Background: an optimization exercise with open tools, aiming at small area, a short achievable clock period and few clock cycles. Do not read the settings as production practice.
Where RTL was checked, it was by simulation tests only, not by an equivalence proof against the original.

==> branch willow: inputs <==
==> flow/design.v (excerpt) <==
module fpdivsqrt (
    input  wire        clk,
    input  wire        rst_n,
    input  wire        in_valid,
    output wire        in_ready,
    input  wire        in_op,
    input  wire [1:0]  in_rnd,
    input  wire        in_ftz,
    input  wire        in_canon,
    input  wire [31:0] in_a,
    input  wire [31:0] in_b,
    output reg         out_valid,
    output reg  [31:0] out_result,
    output reg  [5:0]  out_flags
);
==> flow/config.mk <==
export PLATFORM = sky130hd
export DESIGN_NAME = fpdivsqrt
export DESIGN_NICKNAME = fpdivsqrt
export VERILOG_FILES = /design/flow/design.v
export SDC_FILE = /design/flow/constraint.sdc
export NUM_CORES = 4
export LEC_CHECK = 0
export CAP_MARGIN = 50
export CORE_MARGIN = 2
export CORE_UTILIZATION = 40
export CTS_CLUSTER_DIAMETER = 100
export CTS_CLUSTER_SIZE = 30
export SLEW_MARGIN = 70
export TNS_END_PERCENT = 100
==> flow/constraint.sdc <==
create_clock -name core_clock -period 10.0 [get_ports {clk}]
set_input_delay 2.0000 -clock core_clock [delete_from_list [all_inputs] [get_ports {clk}]]
set_output_delay 2.0000 -clock core_clock [all_outputs]
set_load 0.01 [all_outputs]
standard.sh (not shown) runs the stock make flow with config.mk's settings and CLKGATE_MAP_FILE= SYNTH_SCRIPT=/design/flow/synth_recipe.tcl, a recipe that flattens the netlist after the stock synthesis.
==> flow/flow/run.sh <==
#!/bin/bash
set -euo pipefail
bash standard.sh SETUP_SLACK_MARGIN=6.6 "BUFFER_PORTS_ARGS=-buffer_cell sky130_fd_sc_hd__buf_4" > standard.log 2>&1
==> branch yarrow (differences from branch willow) <==
--- a/flow/design.v
+++ b/flow/design.v
@@ -43,29 +43,28 @@
     wire a_inf  = (ea_f == 8'hFF) && (fa == 0);
     wire b_inf  = (eb_f == 8'hFF) && (fb == 0);
     wire a_sub  = (ea_f == 8'h00) && (fa != 0);
     wire b_sub  = !is_sqrt && (eb_f == 8'h00) && (fb != 0);
     wire a_zero = (ea_f == 8'h00) && ((fa == 0) || i_ftz);
     wire b_zero = (eb_f == 8'h00) && ((fb == 0) || i_ftz);
     wire den_in = i_ftz && (a_sub || b_sub);
-    wire        a_ez = (ea_f == 8'h00), b_ez = (eb_f == 8'h00);
-    wire [23:0] ma = a_ez ? {fa, 1'b0} : {1'b1, fa};
-    wire [23:0] mb = b_ez ? {fb, 1'b0} : {1'b1, fb};
-    reg [4:0] lfa, lfb;
+    wire [23:0] ma = (ea_f == 0) ? {1'b0, fa} : {1'b1, fa};
+    wire [23:0] mb = (eb_f == 0) ? {1'b0, fb} : {1'b1, fb};
+    wire [7:0]  ea_e = (ea_f == 0) ? 8'd1 : ea_f;
+    wire [7:0]  eb_e = (eb_f == 0) ? 8'd1 : eb_f;
+    reg [4:0] lza, lzb;
     integer i;
     always @(*) begin
-        lfa = 5'd0;
-        lfb = 5'd0;
-        for (i = 0; i < 23; i = i + 1) begin
-            if (fa[i]) lfa = 5'd22 - i[4:0];
-            if (fb[i]) lfb = 5'd22 - i[4:0];
+        lza = 5'd0;
+        lzb = 5'd0;
+        for (i = 0; i < 24; i = i + 1) begin
+            if (ma[i]) lza = 5'd23 - i[4:0];
+            if (mb[i]) lzb = 5'd23 - i[4:0];
         end
     end
-    wire [4:0]  lza = a_ez ? lfa : 5'd0;
-    wire [4:0]  lzb = b_ez ? lfb : 5'd0;
     reg        sp_sel, sp_inv, sp_dz, sp_pb, sp_pz;
     reg [1:0]  sp_ss;
     reg [1:0]  sp_kind;
     always @(*) begin
         sp_sel  = 1'b1;
         sp_inv  = 1'b0;
         sp_dz   = 1'b0;
@@ -114,16 +113,16 @@
         c_pz   <= sp_pz;
         c_kind <= sp_kind;
         c_den  <= den_in;
         c_dz   <= sp_dz;
         c_inv  <= sp_inv;
         c_lza  <= lza;
         c_lzb  <= lzb;
-        c_ea   <= ea_f;
-        c_ed   <= {1'b0, ea_f} - {1'b0, eb_f};
+        c_ea   <= ea_e;
+        c_ed   <= {1'b0, ea_e} - {1'b0, eb_e};
         c_ma   <= ma;
         c_mb   <= mb;
     end
     wire [23:0] na = c_ma << c_lza;
     wire [23:0] nb = c_mb << c_lzb;
     wire signed [10:0] xa = $signed({3'd0, c_ea}) - 11'sd127 - $signed({6'd0, c_lza});
     wire signed [10:0] xd = $signed({{2{c_ed[8]}}, c_ed})
@@ -703,44 +702,39 @@
     wire [27:0] t23 = t23x[28:1];
     wire        b23 = !t23[27];
     wire [25:0] r24 = b23 ? t23[25:0] : {s22_r[24:0], 1'b0};
     wire [25:0] nfr24 = s22_nfr & ~{23'd0, s22_sq & b23, 2'd0};
     reg        s23_v, s23_sq, s23_ftz, s23_sel, s23_sgn;
     reg [1:0]  s23_rnd;
     reg [25:0] s23_nfr;
-    wire signed [12:0] e_unb = {{4{s22_e[8]}}, s22_e};
-    wire signed [12:0] dsh_raw = -13'sd126 - e_unb;
-    wire [12:0] e_bias  = e_unb + 13'sd127;
-    reg        s23_sub, s23_m127;
-    reg [4:0]  s23_dsh;
-    reg [8:0]  s23_eb;
+    reg [8:0]  s23_e;
     reg [25:0] s23_r;
     reg [22:0] s23_q;
     always @(posedge clk) begin
         s23_v   <= rst_n && s22_v;
         s23_sq <= s22_sq;
         s23_rnd <= s22_rnd;
         s23_ftz <= s22_ftz;
         s23_sel <= s22_sel;
         s23_sgn <= s22_sgn;
-        s23_sub  <= (e_unb < -13'sd126);
-        s23_m127 <= (e_unb == -13'sd127);
-        s23_dsh  <= (dsh_raw > 13'sd26) ? 5'd26 : dsh_raw[4:0];
-        s23_eb   <= s22_sel ? {4'd0, s22_e[4:0]} : e_bias[8:0];
+        s23_e <= s22_e;
         s23_nfr <= nfr24;
         s23_r <= r24;
         s23_q <= {s22_q, b23};
     end
     wire [25:0] nf24    = s23_nfr & ~{25'd0, s23_sq};
     wire [28:0] t24x    = {1'b0, s23_r, 1'b0, 1'b1} + {2'b11, nf24, 1'b1};
     wire        g24     = !t24x[28];     
     wire        stk     = g24 ? ({s23_r, 1'b0} != {1'b0, ~nf24}) : (s23_r != 26'd0);
-    wire        m_sub   = s23_sub;
-    wire        m_m127  = s23_m127;
-    wire [4:0]  m_dsh   = s23_dsh;
+    wire signed [12:0] e_unb = {{4{s23_e[8]}}, s23_e};
+    wire        m_sub   = (e_unb < -13'sd126);
+    wire        m_m127  = (e_unb == -13'sd127);
+    wire signed [12:0] dsh_raw = -13'sd126 - e_unb;
+    wire [4:0]  m_dsh   = (dsh_raw > 13'sd26) ? 5'd26 : dsh_raw[4:0];
+    wire [12:0] e_bias  = e_unb + 13'sd127;
     wire [23:0] n_mant  = {1'b1, s23_q};
     wire        n_ones  = (s23_q == 23'h7F_FFFF);
     wire        inc24   = rnd_inc(s23_rnd, s23_sgn, n_mant[0], g24, stk);
     wire        carry24 = inc24 && n_ones;
     wire        tiny    = m_sub && !(m_m127 && carry24);
     wire [51:0] dm      = {n_mant, 28'd0} >> m_dsh;
     wire [23:0] d_mant  = dm[51:28];
@@ -756,18 +750,18 @@
         u_rnd   <= s23_rnd;
         u_sel   <= s23_sel;
         u_sgn   <= s23_sgn;
         u_tiny  <= tiny;
         u_sub   <= m_sub;
         u_guard <= m_sub ? d_guard : g24;
         u_stk   <= m_sub ? d_stk   : stk;
-        u_mant  <= s23_sel ? {s23_eb[4:3], ~s23_nfr[23:2]} : (m_sub ? d_mant : n_mant);
-        u_eb    <= s23_sel ? {5'd0, s23_eb[2:0]} : s23_eb[7:0];
-        u_ovf0  <= (s23_eb >= 9'd255);
-        u_ovf1  <= (s23_eb >= 9'd254);
+        u_mant  <= s23_sel ? {s23_e[4:3], ~s23_nfr[23:2]} : (m_sub ? d_mant : n_mant);
+        u_eb    <= s23_sel ? {5'd0, s23_e[2:0]} : e_bias[7:0];
+        u_ovf0  <= (e_bias[8:0] >= 9'd255);
+        u_ovf1  <= (e_bias[8:0] >= 9'd254);
         u_ones  <= n_ones && !m_sub;    
     end
     wire         inexact = u_guard || u_stk;
     wire         inc     = rnd_inc(u_rnd, u_sgn, u_mant[0], u_guard, u_stk);
     wire [24:0]  m_inc   = {1'b0, u_mant} + 25'd1;
     wire [24:0]  r_mant  = inc ? m_inc : {1'b0, u_mant};
     wire         cy      = inc && u_ones;    
==> summary.json <==
{
  "met3_length": {"value": 5420, "unit": "um"},
  "layout_common_cells": {"value": "dfxtp_1, ha_1, nor2_1"},
  "dpl_worst_slack": {"value": 5090, "unit": "ps"},
  "totalWireLength": {"value": 191000, "unit": "um"},
  "cpPeakStageDelay": {"value": 410, "unit": "ps"},
  "grtUsageMet3": {"value": 0.0197},
  "outcome": {"value": "timing/DRC/antenna clean"}
}
[end of results for branch yarrow]
==> summary.json <==
{
  "grtUsageMet3": {"value": 0.0185},
  "cpPeakStageDelay": {"value": 420, "unit": "ps"},
  "layout_common_cells": {"value": "dfxtp_1, a21oi_1, ha_1"},
  "outcome": {"value": "timing/DRC/antenna clean"},
  "met3_length": {"value": 6110, "unit": "um"},
  "dpl_worst_slack": {"value": 5830, "unit": "ps"}
}
[end of results for branch willow]
No functional check of the RTL was part of any run of this note.

========
==> job 5195: inputs <==
Another version of the RTL of fpdivsqrt (not shown whole).
Settings: LEC_CHECK=0, CAP_MARGIN=50, CORE_MARGIN=2, CORE_UTILIZATION=40, CTS_CLUSTER_DIAMETER=100, CTS_CLUSTER_SIZE=30, SLEW_MARGIN=70, TNS_END_PERCENT=100; clock period 10.0 ns.
Scripts as last shown in full above: flow/flow/run.sh
==> job 2005: changes against job 5195 <==
--- a/flow/design.v
+++ b/flow/design.v
@@ -45,110 +45,107 @@
     wire a_sub  = (ea_f == 8'h00) && (fa != 0);
     wire b_sub  = !is_sqrt && (eb_f == 8'h00) && (fb != 0);
     wire a_zero = (ea_f == 8'h00) && ((fa == 0) || i_ftz);
     wire b_zero = (eb_f == 8'h00) && ((fb == 0) || i_ftz);
     wire den_in = i_ftz && (a_sub || b_sub);
-    wire        a_ez = (ea_f == 8'h00), b_ez = (eb_f == 8'h00);
-    wire [23:0] ma = a_ez ? {fa, 1'b0} : {1'b1, fa};
-    wire [23:0] mb = b_ez ? {fb, 1'b0} : {1'b1, fb};
-    reg [4:0] lfa, lfb;
+    wire [23:0] ma = (ea_f == 0) ? {1'b0, fa} : {1'b1, fa};
+    wire [23:0] mb = (eb_f == 0) ? {1'b0, fb} : {1'b1, fb};
+    wire [7:0]  ea_e = (ea_f == 0) ? 8'd1 : ea_f;
+    wire [7:0]  eb_e = (eb_f == 0) ? 8'd1 : eb_f;
+    reg [4:0] lza, lzb;
     integer i;
     always @(*) begin
-        lfa = 5'd0;
-        lfb = 5'd0;
-        for (i = 0; i < 23; i = i + 1) begin
-            if (fa[i]) lfa = 5'd22 - i[4:0];
-            if (fb[i]) lfb = 5'd22 - i[4:0];
+        lza = 5'd0;
+        lzb = 5'd0;
+        for (i = 0; i < 24; i = i + 1) begin
+            if (ma[i]) lza = 5'd23 - i[4:0];
+            if (mb[i]) lzb = 5'd23 - i[4:0];
         end
     end
-    wire [4:0]  lza = a_ez ? lfa : 5'd0;
-    wire [4:0]  lzb = b_ez ? lfb : 5'd0;
-    reg        c_v, c_op, c_ftz, c_canon, c_sa, c_sb, c_den;
-    reg        c_anan, c_bnan, c_asnan, c_bsnan, c_ainf, c_binf, c_azero, c_bzero;
-    reg [1:0]  c_rnd;
+    reg        sp_sel, sp_inv, sp_dz, sp_pb, sp_pz;
+    reg [1:0]  sp_ss;
+    reg [1:0]  sp_kind;
+    always @(*) begin
+        sp_sel  = 1'b1;
+        sp_inv  = 1'b0;
+        sp_dz   = 1'b0;
+        sp_kind = 2'd0;
+        sp_ss   = is_sqrt ? 2'd1 : 2'd3;
+        sp_pb   = 1'b0;
+        sp_pz   = 1'b1;
+        if (a_nan || b_nan) begin
+            sp_kind = 2'd2;
+            sp_ss   = i_canon ? 2'd0 : (a_nan ? 2'd1 : 2'd2);
+            sp_pb   = !a_nan;
+            sp_pz   = i_canon;
+            sp_inv  = a_snan || b_snan;
+        end else if (is_sqrt) begin
+            if (a_zero)      sp_kind = 2'd0;
+            else if (sa)     begin sp_kind = 2'd2; sp_ss = 2'd0; sp_inv = 1'b1; end
+            else if (a_inf)  sp_kind = 2'd1;
+            else             sp_sel = 1'b0;
+        end else begin
+            if ((a_inf && b_inf) || (a_zero && b_zero)) begin
+                sp_kind = 2'd2; sp_ss = 2'd0; sp_inv = 1'b1;
+            end else if (a_inf)         sp_kind = 2'd1;
+            else if (b_inf || a_zero)   sp_kind = 2'd0;
+            else if (b_zero) begin
+                sp_kind = 2'd1; sp_dz = 1'b1;
+            end else                    sp_sel = 1'b0;
+        end
+    end
+    reg        c_v, c_op, c_ftz, c_sel, c_sa, c_sb, c_pb, c_pz, c_den, c_dz, c_inv;
+    reg [1:0]  c_ss;
+    reg [1:0]  c_rnd, c_kind;
     reg [4:0]  c_lza, c_lzb;
     reg [7:0]  c_ea;
     reg [8:0]  c_ed;
     reg [23:0] c_ma, c_mb;
     always @(posedge clk) begin
         c_v    <= rst_n && i_v;
         c_op   <= i_op;
         c_rnd  <= i_rnd;
         c_ftz  <= i_ftz;
-        c_canon <= i_canon;
+        c_sel  <= sp_sel;
+        c_ss   <= sp_ss;
         c_sa   <= sa;
         c_sb   <= sb;
+        c_pb   <= sp_pb;
+        c_pz   <= sp_pz;
+        c_kind <= sp_kind;
         c_den  <= den_in;
-        c_anan <= a_nan;
-        c_bnan <= b_nan;
-        c_asnan <= a_snan;
-        c_bsnan <= b_snan;
-        c_ainf <= a_inf;
-        c_binf <= b_inf;
-        c_azero <= a_zero;
-        c_bzero <= b_zero;
+        c_dz   <= sp_dz;
+        c_inv  <= sp_inv;
         c_lza  <= lza;
         c_lzb  <= lzb;
-        c_ea   <= ea_f;
-        c_ed   <= {1'b0, ea_f} - {1'b0, eb_f};
+        c_ea   <= ea_e;
+        c_ed   <= {1'b0, ea_e} - {1'b0, eb_e};
         c_ma   <= ma;
         c_mb   <= mb;
     end
     wire [23:0] na = c_ma << c_lza;
     wire [23:0] nb = c_mb << c_lzb;
     wire signed [10:0] xa = $signed({3'd0, c_ea}) - 11'sd127 - $signed({6'd0, c_lza});
     wire signed [10:0] xd = $signed({{2{c_ed[8]}}, c_ed})
                           - $signed({6'd0, c_lza}) + $signed({6'd0, c_lzb});
     wire signed [10:0] xq = c_op ? (xa >>> 1) : xd;
-    reg        sp_sel, sp_inv, sp_dz, sp_pb, sp_pz;
-    reg [1:0]  sp_ss;
-    reg [1:0]  sp_kind;
-    always @(*) begin
-        sp_sel  = 1'b1;
-        sp_inv  = 1'b0;
-        sp_dz   = 1'b0;
-        sp_kind = 2'd0;
-        sp_ss   = c_op ? 2'd1 : 2'd3;
-        sp_pb   = 1'b0;
-        sp_pz   = 1'b1;
-        if (c_anan || c_bnan) begin
-            sp_kind = 2'd2;
-            sp_ss   = c_canon ? 2'd0 : (c_anan ? 2'd1 : 2'd2);
-            sp_pb   = !c_anan;
-            sp_pz   = c_canon;
-            sp_inv  = c_asnan || c_bsnan;
-        end else if (c_op) begin
-            if (c_azero)      sp_kind = 2'd0;
-            else if (c_sa)     begin sp_kind = 2'd2; sp_ss = 2'd0; sp_inv = 1'b1; end
-            else if (c_ainf)  sp_kind = 2'd1;
-            else             sp_sel = 1'b0;
-        end else begin
-            if ((c_ainf && c_binf) || (c_azero && c_bzero)) begin
-                sp_kind = 2'd2; sp_ss = 2'd0; sp_inv = 1'b1;
-            end else if (c_ainf)         sp_kind = 2'd1;
-            else if (c_binf || c_azero)   sp_kind = 2'd0;
-            else if (c_bzero) begin
-                sp_kind = 2'd1; sp_dz = 1'b1;
-            end else                    sp_sel = 1'b0;
-        end
-    end
-    wire [21:0] pay = sp_pz ? 22'd0 : (sp_pb ? c_mb[21:0] : c_ma[21:0]);
+    wire [21:0] pay = c_pz ? 22'd0 : (c_pb ? c_mb[21:0] : c_ma[21:0]);
     reg        p_v, p_op, p_ftz, p_sel, p_sgn, p_odd;
     reg [1:0]  p_rnd;
     reg [9:0]  p_e;
     reg [22:0] p_na, p_d;
     always @(posedge clk) begin
         p_v   <= rst_n && c_v;
         p_op  <= c_op;
         p_rnd <= c_rnd;
         p_ftz <= c_ftz;
-        p_sel <= sp_sel;
-        p_sgn <= (sp_ss[0] & c_sa) ^ (sp_ss[1] & c_sb);
+        p_sel <= c_sel;
+        p_sgn <= (c_ss[0] & c_sa) ^ (c_ss[1] & c_sb);
         p_odd <= xa[0];
-        p_e   <= sp_sel ? {5'd0, sp_kind, c_den, sp_dz, sp_inv} : xq[9:0];
+        p_e   <= c_sel ? {5'd0, c_kind, c_den, c_dz, c_inv} : xq[9:0];
         p_na  <= na[22:0];
-        p_d   <= sp_sel ? {1'b0, pay} : nb[22:0];
+        p_d   <= c_sel ? {1'b0, pay} : nb[22:0];
     end
     wire [24:0] s_d1   = {1'b0, 1'b1, p_na} - {1'b0, 1'b1, p_d};    
     wire [24:0] s_d2   = {1'b1, p_na, 1'b0} - {1'b0, 1'b1, p_d};    
     wire        a_lt_b = s_d1[24];
     wire [23:0] s_diff = a_lt_b ? s_d2[23:0] : s_d1[23:0];
==> comparison table <==
|  | job 2005 | job 5195 |
|---|---|---|
| Maximum number of pins on one net before global-route repair | 52 | 51 |
| CTS resizes | 70 | 12 |
| Met3 capacity usage during global routing | 2.142% | 2.189% |
| Final critical-path share of the clock period | 34.44% | 32.78% |
| Startpoint type of the worst setup path | input port | register |
| CP Class | input port to register | register to register |
| Floorplan die height | 458.1 µm | 460.2 µm |
| Die span in x | 458.1 µm | 460.2 µm |
| Worst setup timing slack at the placement stage | 5490 ps | 6015 ps |
| Netlist Area Pre-Place | 0.08250 mm² | 0.08324 mm² |
| Met2 usage | 27.57% | 28.01% |
| Nonclk buf count | 275 | 184 |
| Core box area | 0.2048 mm² | 0.2071 mm² |
| Multi-input logic area | 0.04128 mm² | 0.04147 mm² |
| Starting Density | 40.28% | 40.20% |
| Layout clock area frac | 3.041% | 2.767% |
| Worst r2r src | s8_r[2] | p_na[0] |
| Outcome | timing/DRC/antenna clean | timing/DRC/antenna clean |
| Amount of wire on met3 after detailed routing | 7238 µm | 6447 µm |
Testbench counts of job 5195, summed over its fixed seeds: cycles 5,016.
The RTL of job 2005 was laid out without a check of its function.

## port drivers added, routing unchanged
The results above use ideal ports. As a check the final layouts listed here were re-extracted and re-timed, cells and wires unchanged.
Step 1: set_driving_cell puts a clkbuf_16 on clk and a buf_2 on each other input, an assumption about the parent block.
Step 2 moves the port delays by t, midway between the first and last clock arrival at a register: inputs arrive t later, outputs are due t later. That takes back most of the time a late clock gives input paths.
a / b / c = ideal / step 1 / step 2; a / b = the first two.
run | t, ns | setup slack, ns | slew at the worst register clock pin (ns) | pins driven straight from the clock port
branch willow | 0.852 | 6.668 / 6.662 / 5.898 | 0.12 / 0.12 | 1
branch yarrow | 0.840 | 6.294 / 6.294 / 5.899 | 0.12 / 0.12 | 1
job 5195 | 0.839 | 6.722 / 6.644 / 6.146 | 0.12 / 0.12 | 1
job 2005 | 0.829 | 6.556 / 6.598 / 5.769 | 0.12 / 0.12 | 1
After both steps setup and hold are still met in every run listed. For job 2005, which loses most, drivers alone change the setup slack by +0.042 ns; drivers and shift together by -0.787 ns.
